From an optimization exercise on the open Yosys and OpenROAD flow, aimed at small area, a short achievable clock period and few clock cycles per item; shortcuts taken in it are not production practice. At most, simulation tests tie the RTL to the original design; equivalence was not proved. Power is estimated from default activity; no workload was simulated.

sierra:
// sec_sha256
module sec_sha256 (
    input  wire         clk,
    input  wire         rst,       
    input  wire         start,     
    input  wire         first,     
    input  wire [511:0] block,     
    output wire         ready,
    output wire [255:0] digest     
);
clock: 11.0 ns
lec_check: 0
cap_margin: 20
core_margin: 2
core_utilization: 40
cts_buf_list: sky130_fd_sc_hd__clkbuf_16
cts_cluster_diameter: 150
cts_cluster_size: 20
slew_margin: 20
standard.sh (not shown) runs the stock make flow with config.mk's settings and CLKGATE_MAP_FILE= SYNTH_SCRIPT=/design/flow/synth_recipe.tcl, a recipe that flattens the netlist after the stock synthesis.
==> flow/flow/run.sh <==
#!/bin/bash
# Standard ORFS layout (the standard.sh) with two changes to how it is made:
#  * port buffers use the small sky130_fd_sc_hd__buf_1 instead of the default pick;
#  * timing repair aims for extra setup slack beyond the clock period.
set -euo pipefail
export BUFFER_PORTS_ARGS="-buffer_cell sky130_fd_sc_hd__buf_1"
export SETUP_SLACK_MARGIN=6.5
bash standard.sh > standard_sh.log 2>&1
Testbench counts of sierra, summed over its fixed seeds: cycles 25,806, blocks 391.
--- input diff sierra..amber ---
-- flow/design.v --
<<< sierra, line 16
    reg       last;     
    reg       fin;      
    reg       nfin;     
    assign ready = ~busy;
    always @(posedge clk) begin
>>> amber, line 16
    reg       last;     
    reg       fin;      
    assign ready = ~busy;
    always @(posedge clk) begin
<<< sierra, line 25
            last <= 1'b0;
            fin  <= 1'b0;
            nfin <= 1'b1;
        end else if (busy) begin
            cnt  <= cnt + 6'd1;
            last <= (cnt == 6'd63) & ~last;
            fin  <= ((cnt == 6'd60) | (cnt == 6'd61) | (cnt == 6'd62) | (cnt == 6'd63)) & ~last;
            nfin <= ~(((cnt == 6'd60) | (cnt == 6'd61) | (cnt == 6'd62) | (cnt == 6'd63)) & ~last);
            if (last) begin
                busy <= 1'b0;
>>> amber, line 24
            last <= 1'b0;
            fin  <= 1'b0;
        end else if (busy) begin
            cnt  <= cnt + 6'd1;
            last <= (cnt == 6'd63) & ~last;
            fin  <= ((cnt == 6'd60) | (cnt == 6'd61) | (cnt == 6'd62) | (cnt == 6'd63)) & ~last;
            if (last) begin
                busy <= 1'b0;
<<< sierra, line 39
            last <= 1'b0;
            fin  <= 1'b0;
            nfin <= 1'b1;
            if (start) begin
                busy <= 1'b1;
>>> amber, line 36
            last <= 1'b0;
            fin  <= 1'b0;
            if (start) begin
                busy <= 1'b1;
<<< sierra, line 107
    reg [31:0] W [0:15];    
    reg [31:0] p;           
    wire [31:0] se = add32(R7, e);    
    wire [31:0] s1_e = {e[5:0], e[31:6]} ^ {e[10:0], e[31:11]} ^ {e[24:0], e[31:25]};
>>> amber, line 103
    reg [31:0] W [0:15];    
    reg [31:0] p;           
    wire [31:0] sa = add32(R3, a);    
    wire [31:0] se = add32(R7, e);    
    wire [31:0] s1_e = {e[5:0], e[31:6]} ^ {e[10:0], e[31:11]} ^ {e[24:0], e[31:25]};
<<< sierra, line 125
    wire [63:0] cw1  = csa(ss1, ss0, W[9]);
    wire [63:0] cw2  = csa(cw1[31:0], cw1[63:32], W[0]);
    wire [31:0] w_new = add32(({32{nfin}} & cw2[31:0])  | ({32{fin}} & R3),
                              ({32{nfin}} & cw2[63:32]) | ({32{fin}} & a));
    wire [31:0] sa    = w_new;    
    wire [31:0] h_init = first ? IV[31:0] : R7;
    wire [63:0] p_run  = csa(g, kn, W[1]);
>>> amber, line 122
    wire [63:0] cw1  = csa(ss1, ss0, W[9]);
    wire [63:0] cw2  = csa(cw1[31:0], cw1[63:32], W[0]);
    wire [31:0] w_new = add32(cw2[31:0], cw2[63:32]);
    wire [31:0] h_init = first ? IV[31:0] : R7;
    wire [63:0] p_run  = csa(g, kn, W[1]);
Results
Side by side, utilization turned out lower in amber than in sierra.
Going from sierra to amber, the sum of buffers and inverters on the critical path was found to have gone up by 1.
From sierra to amber the numbers moved as follows: power of the sequential group shows a reduction of about 1%, top achievable clock speed lower, synthesized area closely matched the old numbers, largest vdd supply drop lower.
amber -> sierra: clock network area share flat
On final routed wirelength across all metal layers: amber sits below sierra.
No functional check of the RTL was part of amber.

## port drivers added, routing unchanged
No port has a modelled driver above. Below, the same layouts with a new extraction and two added sets of constraints. Step 1, drivers: a clkbuf_16 drives clk and a buf_2 each remaining input, both assumed. Step 2, shift: input delay + t, output delay - t, t = (earliest + latest rising clock arrival at the registers) / 2. This alone moves slack from input paths to output paths. Three values: ideal, step 1, step 2; two values: the first two.
| run | shift t [ns] | setup WS [ns] | latest minus earliest clock arrival (ns) | worst slew at a driven data input, ns |
|---|---|---|---|---|
| sierra | 0.803 | 6.484 / 6.389 / 5.586 | 0.029 / 0.029 | 0.25 |
| amber | 0.786 | 6.352 / 6.342 / 5.555 | 0.058 / 0.059 | 0.17 |
After both steps setup and hold are still met in every run listed. The setup slack of sierra, which loses most, moves by -0.095 ns with the drivers and by -0.898 ns with both steps.
